What follows belongs to an exercise in optimizing a design on an open flow for small area, a short achievable clock period and few clock cycles per item; a production flow would make more cautious choices. In this exercise RTL edits were held to simulation tests only and were not proved equivalent to the original.

**flow/config.mk**
```make
export PLATFORM = sky130hd
export DESIGN_NAME = rs_locator
export DESIGN_NICKNAME = rs_locator
export VERILOG_FILES = /design/flow/design.v
export SDC_FILE = /design/flow/constraint.sdc
export NUM_CORES = 4
export LEC_CHECK = 0
export CAP_MARGIN = 20
export CORE_MARGIN = 2
export CORE_UTILIZATION = 40
export SLEW_MARGIN = 20
```
**flow/constraint.sdc**
```tcl
create_clock -name core_clock -period 12.0 [get_ports {clk}]
set_input_delay 2.4000 -clock core_clock [delete_from_list [all_inputs] [get_ports {clk}]]
set_output_delay 2.4000 -clock core_clock [all_outputs]
set_load 0.01 [all_outputs]
```
**flow/run.sh**
```bash
#!/bin/bash
# synth_recipe.tcl (not shown) runs the flow's synth.tcl, then flattens the netlist and writes it again
# the make line also repeats each setting of config.mk as NAME=value (left out here)
make -C /OpenROAD-flow-scripts/flow DESIGN_CONFIG=/design/flow/config.mk WORK_HOME=/design/flow/orfs CLKGATE_MAP_FILE= SYNTH_SCRIPT=/design/flow/synth_recipe.tcl finish
```
**flow/design.v**
```verilog
module rl_gf_mul (
    input  wire [15:0] a,
    input  wire [15:0] b,
    output reg  [15:0] y
);
    integer i;
    reg [15:0] acc;
    reg [15:0] sh;
    always @* begin
        acc = 16'h0000;
        sh  = a;
        for (i = 0; i < 16; i = i + 1) begin
            if (b[i])
                acc = acc ^ sh;
            sh = {sh[14:0], 1'b0} ^ (sh[15] ? 16'h100B : 16'h0000);
        end
        y = acc;
    end
endmodule
module rs_locator (
    input  wire         clk,
    input  wire         rst,
    input  wire         in_valid,
    output wire         in_ready,
    input  wire [127:0] in_syn,       
    output reg          out_valid,
    input  wire         out_ready,
    output reg  [1:0]   out_status,   
    output reg  [1:0]   out_count,    
    output reg  [23:0]  out_pos,      
    output reg  [47:0]  out_val       
);
    localparam [1:0] ST_CLEAN = 2'd0, ST_CORR = 2'd1, ST_UNC = 2'd2, ST_TAG = 2'd3;
    localparam [2:0] S_IDLE   = 3'd0,
                     S_DISC   = 3'd1,
                     S_UPD    = 3'd2,
                     S_OMEGA  = 3'd3,
                     S_CHIEN  = 3'd4,
                     S_INV    = 3'd5,
                     S_VAL    = 3'd6,
                     S_DONE   = 3'd7;
    localparam [15:0] AINV1 = 16'h8805, AINV2 = 16'hCC07, AINV3 = 16'hEE06;
    reg  [2:0]  state;
    reg  [15:0] syn   [0:7];
    reg  [15:0] lam   [0:8];      
    reg  [15:0] bpol  [0:8];      
    reg  [15:0] gam;              
    reg  [15:0] delta;            
    reg  [3:0]  len;              
    reg  [2:0]  r;                
    reg  [3:0]  idx;              
    reg  [15:0] om    [0:2];      
    reg  [15:0] cl    [0:3];      
    reg  [15:0] co    [0:2];      
    reg  [7:0]  pos;              
    reg  [1:0]  nroots;
    reg         too_many;
    reg  [7:0]  rpos  [0:2];
    reg  [15:0] rnum  [0:2];      
    reg  [15:0] rden  [0:2];      
    reg  [15:0] rval  [0:2];
    reg  [1:0]  k;                
    reg  [15:0] acc;              
    reg  [1:0]  status;
    assign in_ready = (state == S_IDLE);
    reg  [15:0] ma_a, ma_b, mb_a, mb_b;
    wire [15:0] ma_y, mb_y;
    rl_gf_mul u_ma (.a(ma_a), .b(ma_b), .y(ma_y));
    rl_gf_mul u_mb (.a(mb_a), .b(mb_b), .y(mb_y));
    reg  [1:0]  om_k;
    reg  [1:0]  om_j;
    always @* begin
        case (idx)
            4'd0:    begin om_k = 2'd0; om_j = 2'd0; end
            4'd1:    begin om_k = 2'd1; om_j = 2'd0; end
            4'd2:    begin om_k = 2'd1; om_j = 2'd1; end
            4'd3:    begin om_k = 2'd2; om_j = 2'd0; end
            4'd4:    begin om_k = 2'd2; om_j = 2'd1; end
            default: begin om_k = 2'd2; om_j = 2'd2; end
        endcase
    end
    wire [2:0]  r_minus_i = r - idx[2:0];
    wire        disc_term = (idx <= {1'b0, r});
    wire [3:0]  idx_m1    = idx - 4'd1;
    always @* begin
        ma_a = 16'h0000; ma_b = 16'h0000;
        mb_a = 16'h0000; mb_b = 16'h0000;
        case (state)
            S_DISC: begin
                ma_a = lam[idx];
                ma_b = disc_term ? syn[r_minus_i] : 16'h0000;
            end
            S_UPD: begin
                ma_a = gam;
                ma_b = lam[idx];
                mb_a = delta;
                mb_b = (idx != 4'd0) ? bpol[idx_m1] : 16'h0000;
            end
            S_OMEGA: begin
                ma_a = syn[om_j];
                ma_b = lam[om_k - om_j];
            end
            S_INV: begin
                ma_a = acc;                
                ma_b = acc;
                mb_a = ma_y;               
                mb_b = rden[k];
            end
            S_VAL: begin
                ma_a = rnum[k];
                ma_b = acc;
            end
            default: ;
        endcase
    end
    wire [15:0] cl1_n, cl2_n, cl3_n, co1_n, co2_n;
    rl_gf_mul u_c1 (.a(cl[1]), .b(AINV1), .y(cl1_n));
    rl_gf_mul u_c2 (.a(cl[2]), .b(AINV2), .y(cl2_n));
    rl_gf_mul u_c3 (.a(cl[3]), .b(AINV3), .y(cl3_n));
    rl_gf_mul u_o1 (.a(co[1]), .b(AINV1), .y(co1_n));
    rl_gf_mul u_o2 (.a(co[2]), .b(AINV2), .y(co2_n));
    wire [15:0] lam_at  = cl[0] ^ cl[1] ^ cl[2] ^ cl[3];
    wire [15:0] odd_at  = cl[1] ^ cl[3];
    wire [15:0] om_at   = co[0] ^ co[1] ^ co[2];
    wire        syn_zero  = (in_syn == 128'd0);
    wire        upd_jump  = (delta != 16'h0000) && ({len, 1'b0} <= {2'b00, r});
    wire [3:0]  len_next  = upd_jump ? ({1'b0, r} + 4'd1 - len) : len;
    wire        tag_hit   = (nroots != 2'd0 && rpos[0] >= 8'd136) ||
                            (nroots >= 2'd2 && rpos[1] >= 8'd136) ||
                            (nroots == 2'd3 && rpos[2] >= 8'd136);
    integer n;
    always @(posedge clk) begin
        if (rst) begin
            state     <= S_IDLE;
            out_valid <= 1'b0;
        end else begin
            if (out_valid && out_ready)
                out_valid <= 1'b0;
            case (state)
                S_IDLE: begin
                    if (in_valid) begin
                        for (n = 0; n < 8; n = n + 1)
                            syn[n] <= in_syn[16*n +: 16];
                        lam[0]  <= 16'h0001;
                        bpol[0] <= 16'h0001;
                        for (n = 1; n < 9; n = n + 1) begin
                            lam[n]  <= 16'h0000;
                            bpol[n] <= 16'h0000;
                        end
                        gam    <= 16'h0001;
                        delta  <= 16'h0000;
                        len    <= 4'd0;
                        r      <= 3'd0;
                        idx    <= 4'd0;
                        nroots <= 2'd0;
                        too_many <= 1'b0;
                        for (n = 0; n < 3; n = n + 1) begin
                            rpos[n] <= 8'd0;
                            rval[n] <= 16'h0000;
                        end
                        if (syn_zero) begin
                            status <= ST_CLEAN;
                            state  <= S_DONE;
                        end else begin
                            state  <= S_DISC;
                        end
                    end
                end
                S_DISC: begin
                    delta <= ((idx == 4'd0) ? 16'h0000 : delta) ^ ma_y;
                    if (idx == 4'd8) begin
                        state <= S_UPD;
                    end else begin
                        idx <= idx + 4'd1;
                    end
                end
                S_UPD: begin
                    lam[idx]  <= ma_y ^ mb_y;
                    bpol[idx] <= upd_jump ? lam[idx]
                                          : ((idx != 4'd0) ? bpol[idx_m1] : 16'h0000);
                    if (idx == 4'd0) begin
                        len <= len_next;
                        if (upd_jump)
                            gam <= delta;
                        if (len_next > 4'd3) begin
                            status <= ST_UNC;
                            state  <= S_DONE;
                        end else if (r == 3'd7) begin
                            for (n = 0; n < 3; n = n + 1)
                                om[n] <= 16'h0000;
                            state <= S_OMEGA;
                        end else begin
                            r     <= r + 3'd1;
                            state <= S_DISC;
                        end
                    end else begin
                        idx <= idx - 4'd1;
                    end
                end
                S_OMEGA: begin
                    om[om_k] <= om[om_k] ^ ma_y;
                    if (idx == 4'd5) begin
                        state <= S_CHIEN;
                        pos   <= 8'd0;
                        for (n = 0; n < 4; n = n + 1)
                            cl[n] <= lam[n];
                    end else begin
                        idx <= idx + 4'd1;
                    end
                end
                S_CHIEN: begin
                    if (idx == 4'd5) begin
                        for (n = 0; n < 3; n = n + 1)
                            co[n] <= om[n];
                        idx <= 4'd0;
                    end else begin
                        if (lam_at == 16'h0000) begin
                            if (nroots == 2'd3) begin
                                too_many <= 1'b1;
                            end else begin
                                rpos[nroots] <= pos;
                                rnum[nroots] <= om_at;
                                rden[nroots] <= odd_at;
                                nroots       <= nroots + 2'd1;
                            end
                        end
                        cl[1] <= cl1_n;
                        cl[2] <= cl2_n;
                        cl[3] <= cl3_n;
                        co[1] <= co1_n;
                        co[2] <= co2_n;
                        pos   <= pos + 8'd1;
                        if (pos == 8'd139) begin
                            k   <= 2'd0;
                            acc <= 16'h0001;
                            idx <= 4'd15;
                            if (too_many || (lam_at == 16'h0000 && nroots == 2'd3) ||
                                ({2'b00, nroots} + ((lam_at == 16'h0000) ? 4'd1 : 4'd0)) != len) begin
                                status <= ST_UNC;
                                state  <= S_DONE;
                            end else begin
                                state  <= S_INV;
                            end
                        end
                    end
                end
                S_INV: begin
                    acc <= (idx != 4'd0) ? mb_y : ma_y;
                    if (idx == 4'd0)
                        state <= S_VAL;
                    else
                        idx <= idx - 4'd1;
                end
                S_VAL: begin
                    rval[k] <= ma_y;
                    if (k + 2'd1 == nroots) begin
                        status <= tag_hit ? ST_TAG : ST_CORR;
                        state  <= S_DONE;
                    end else begin
                        k     <= k + 2'd1;
                        acc   <= 16'h0001;
                        idx   <= 4'd15;
                        state <= S_INV;
                    end
                end
                S_DONE: begin
                    if (!out_valid || out_ready) begin
                        out_valid  <= 1'b1;
                        out_status <= status;
                        if (status == ST_CORR || status == ST_TAG) begin
                            out_count <= nroots;
                            out_pos   <= {rpos[2], rpos[1], rpos[0]};
                            out_val   <= {rval[2], rval[1], rval[0]};
                        end else begin
                            out_count <= 2'd0;
                            out_pos   <= 24'd0;
                            out_val   <= 48'd0;
                        end
                        state <= S_IDLE;
                    end
                end
                default: state <= S_IDLE;
            endcase
        end
    end
endmodule
```
==> run notes <==
-- registers in the layout, summed over array words and instances, names as in the netlist, 3 cells and up, named ones only --
name and count:
bpol 256, rden 48, lam 256, acc 16, delta 16, pos 8
gam 16, out_val 48, cl 64, idx 4, state 3, rpos 24
len 4, r 3, syn 128, rnum 48, om 48, out_pos 24
rval 48, co 48
-- critical path: stages, from the launching register on --
cell and delay (ns):
edfxtp_1 0.53, inv_1 0.16, ha_4 0.27, mux2i_1 0.74
or2_2 0.29, inv_1 0.12, ha_1 0.26, a221oi_1 0.76
a221oi_1 0.17, a211oi_1 0.69, or3_1 0.52, nand2_1 0.10
xnor3_1 0.40, xnor3_1 0.39, xor3_1 0.45, xnor3_2 0.66
a21o_1 0.24, a31oi_2 0.71, nand2_1 0.20, xnor2_1 0.28
xnor2_1 0.16, xnor2_1 0.15, xnor2_1 0.15, xnor2_1 0.10
xnor2_1 0.69, xor2_2 0.52, inv_1 0.24
-- logic make-up after synthesis --
logic type,Yosys count,synth area share
buf+inv,385,0.0266
compound gates,551,0.0640
flops,1128,0.567
fa+ha+maj,29,0.00635
mux,285,0.0717
xor+xnor,664,0.121
simple gates,1924,0.143
-- routing by layer --
layer / vias to the layer above / wire [um]
met2: 2255 / 93200
li1: 18178 / -
met3: 416 / 18800
met4: 2 / 10100
met1: 21047 / 84700
met5: - / 10
-- placed cells by master (no fill, tap or decap), types with 55 or more instances in the layout --
cell type / netlist / routed
edfxtp_1: 1116 / 1116
nor2_1: 886 / 878
nand2_1: 508 / 502
xnor2_1: 436 / 431
clkdlybuf4s50_1: 0 / 209
buf_4: 8 / 151
mux2i_1: 137 / 136
clkbuf_16: 0 / 121
xor2_1: 122 / 119
a21oi_1: 118 / 111
nand3_1: 111 / 109
o21ai_0: 110 / 109
mux4_2: 109 / 109
and2_1: 101 / 99
inv_1: 79 / 78
xnor3_1: 59 / 59
and3_1: 55 / 55
-- synth_stat cells, types with 11 or more instances --
library cell  instances  area share
nor2_1              886       0.056
and2_1              101       0.011
xor2_1              122       0.018
nor4_1               43      0.0045
o32ai_1              14      0.0021
xnor2_1             436       0.064
a22oi_1              39      0.0049
buf_1                32      0.0020
clkbuf_1            216       0.014
nor3_1               43      0.0036
o21ai_0             110      0.0093
mux2i_1             137       0.023
o31ai_1              12      0.0015
nand3_1             111      0.0093
nand2_1             508       0.032
o211ai_1             13      0.0016
a32o_1               15      0.0025
o22ai_1              26      0.0027
a32oi_1              16      0.0024
mux2_2               39      0.0074
a211oi_1             29      0.0037
a31oi_1              23      0.0024
xnor3_1              59       0.022
nand4_1              23      0.0024
o221ai_1             11      0.0016
nor2b_1              44      0.0046
o21a_1               11      0.0014
edfxtp_1           1116        0.56
and3_1               55      0.0058
nand2b_1             30      0.0032
xnor2_2              14      0.0038
mux4_2              109       0.041
a21oi_1             118      0.0099
buf_2                37      0.0031
ha_1                 27      0.0057
or3_1                15      0.0016
dfxtp_1              12      0.0040
inv_1                79      0.0050
or2_2                11      0.0012
-- area by class of cell --
| cell class | instances | area share |
|---|---|---|
| clock buffers | 139 | 0.0455 |
| well taps | 1930 | 0.0355 |
| clock inverters | 85 | 0.0108 |
| inverters | 84 | 0.00471 |
| repair buffers | 362 | 0.0478 |
| multi-input cells | 3453 | 0.360 |
| flip-flops and latches | 1128 | 0.496 |
-- final timing paths --
path,endpoint,depth (start not counted),slack [ns],startpoint
setup / recovery,lam[12][0],26,1.69,idx[1]
hold / removal,out_status[1],0,0.45,status[1]
setup reg to reg,lam[12][0],26,1.69,idx[1]
hold reg to reg,out_status[1],0,0.45,status[1]
-- through the flow --
stage	utilization	area, um2	setup WS [ns]	std cells
final	0.461	68000	1.69	7181
after global routing	0.461	68000	1.16	7181
after CTS	0.460	68000	1.84	7179
after detailed placement	0.435	64200	1.86	6955
after global placement	0.434	64200	1.82	6955
after floorplan	-	59500	1.04	4966
==> run notes <==
Timing:
- The fraction of the cycle the final worst path needs is 0.859.
- For the final routed database, the setup TNS stands at 0 ns.
- The number of setup violations in the final report is 0.
- Setup repair after global routing left no endpoint under its margin.
- The pin slew with the least headroom to its limit is 1.22 ns.
- Counting I/O delays and the setup requirement, the final critical path takes 10.31 ns.
- The count of final hold-check violations is 0.
- Between clock sinks in the finished design, the worst skew comes to 0.0618 ns.
- In this run the tightest slew margin relative to its limit is 0.177.
- The upper clock frequency limit is 97.0 MHz.
- The number of max-slew violations in the final report is 0.
- The final worst hold slack is 0.445 ns.

Critical path:
- STA classifies the critical path startpoint as a flop.
- The worst setup path is captured at a flop.
- The required time of the worst setup path is 12.42 ns.
- The critical path arrival is 10.73 ns.
- The maximum fanout along the worst path is 16.
- The setup path with the least slack is of type flop to flop.

Clock network:
- The clock buffer count from CTS is 121.
- CTS built an H-tree with a depth of 3.
- The hold buffer count at CTS is 0.
- TritonCTS built the clock tree.
- The clock passes through at most 3 buffers.
- In this run, post-CTS repair resized a total of 0 instances.
- After clock tree synthesis, the setup repair step added 0 buffers.
- The cell chosen for the clock root is clkbuf_16.
- The insertion delay of the later-clocked pin in the worst-skew pair is 0.78 ns.
- Counting every sink on the clock net gives 1128.
- The clock transition at the registers of the reported paths is 0.06 ns.

Floorplan:
- The effective utilization at floorplan is 0.403.
- The I/O pin count is 210.
- The floorplan step defined a die boundary enclosing 152000 um2.
- The floorplan step set the die height to 390 um.
- The placeable core region is 148000 um2.
- The floorplan die width is 390 um.
- The number of cell rows is 141.

Synthesis:
- The predominant post-synthesis flop cell is edfxtp_1.
- The count of mapped cells out of synthesis is 4966.
- The total of warnings raised by yosys is 8.
- The mapped netlist covers 59500 um2.
- After synthesis, the netlist uses 109 different library cells.
- Synthesis inferred 1128 register bits.
- Counting every net in the synthesized netlist gives 5127.
- Yosys mapped a number of flops with a built-in enable equal to 1116.
- The share of flip-flops with an asynchronous set or reset after synthesis is 0.
- The average cell area after synthesis is 12.0 um2.
- For this run, the register share of the synthesized area comes to 0.567.

Final layout:
- Summing all multi-input logic gate instances after layout gives 24500 um2.
- The net count of the finished layout is 5311.
- The total of fill cells in the finished design is 13.3k.
- Relative to the synthesized area, the layout overhead comes to 14.4%.
- Registers take 33800 um2.
- The repair_antennas step left the layout with diodes totalling 0.
- In the final layout, the share of cells above drive strength 1 is 0.116.

GRT:
- The initial antenna violation count is 5.
- The met2 track demand over resource is 0.412.
- In this run the most used layer during global routing was met2.
- Entering global routing, the biggest net connects 77 pins.
- The combined global-route utilization of all metal layers is 0.269.
- The fraction of met1 tracks used by global routing is 0.373.
- The number of global-route vias before repair was 40.2k.
- The first-pass GRT wire length is 295000 um.
- After global routing the overflow that remains totals 0.
- The met3 track demand over resource is 0.0510.

Route:
- The detail-routed net length per standard cell is 28.8 um.
- The remaining antenna violation count is 0.
- Before antenna repair, the detailed router went through 6 iterations.
- The routed layout has 41.9k vias.
- The final routed DRC violation total is 0.
- The routed design has 207000 um of wire.
- The first-iteration detailed-routing DRC count is 5358.
- The per-cell via count in the routed design is 5.83.

Hold path:
- The min-delay analysis places its worst path in the category flop to flop.

Place:
- The count of input and output buffers is 209.
- The congestion estimate from routability-driven global placement came to 0.992.
- The wire-length estimate of the detail-placed layout is 144000 um.

Flow run:
- The count of maximum capacitance violations is 0.

Run status:
- The run finished with no timing, DRC or antenna violations.
Testbench counts, summed over its fixed seeds: cycles 126,266, items 480.

-- what the ideal ports hide --
No port has a modelled driver above. Below, the same layout with a new extraction and two added sets of constraints.
Step 1 (the two cells are an assumption about what drives the block):
set clk [get_ports {clk}]
set_driving_cell -lib_cell sky130_fd_sc_hd__clkbuf_16 $clk
set_driving_cell -lib_cell sky130_fd_sc_hd__buf_2 [delete_from_list [all_inputs] $clk]
Step 2 adds t to the input delays and takes it off the output delays; t is the mean of the earliest and latest rising clock arrival at the registers after step 1. Input paths then give back, and output paths get back, about the clock's delay inside the block.
a / b / c = no drivers / after step 1 / after step 2; a / b = the first two.
t, ns: 0.829
slack for setup (ns): 1.692 / 1.692 / 1.692
hold slack, ns: 0.445 / 0.445 / 0.445
latest minus earliest clock arrival (ns): 0.062 / 0.062
After both steps this run still meets setup and hold. The setup slack of this run moves by 0.000 ns with the drivers and by 0.000 ns with both steps.
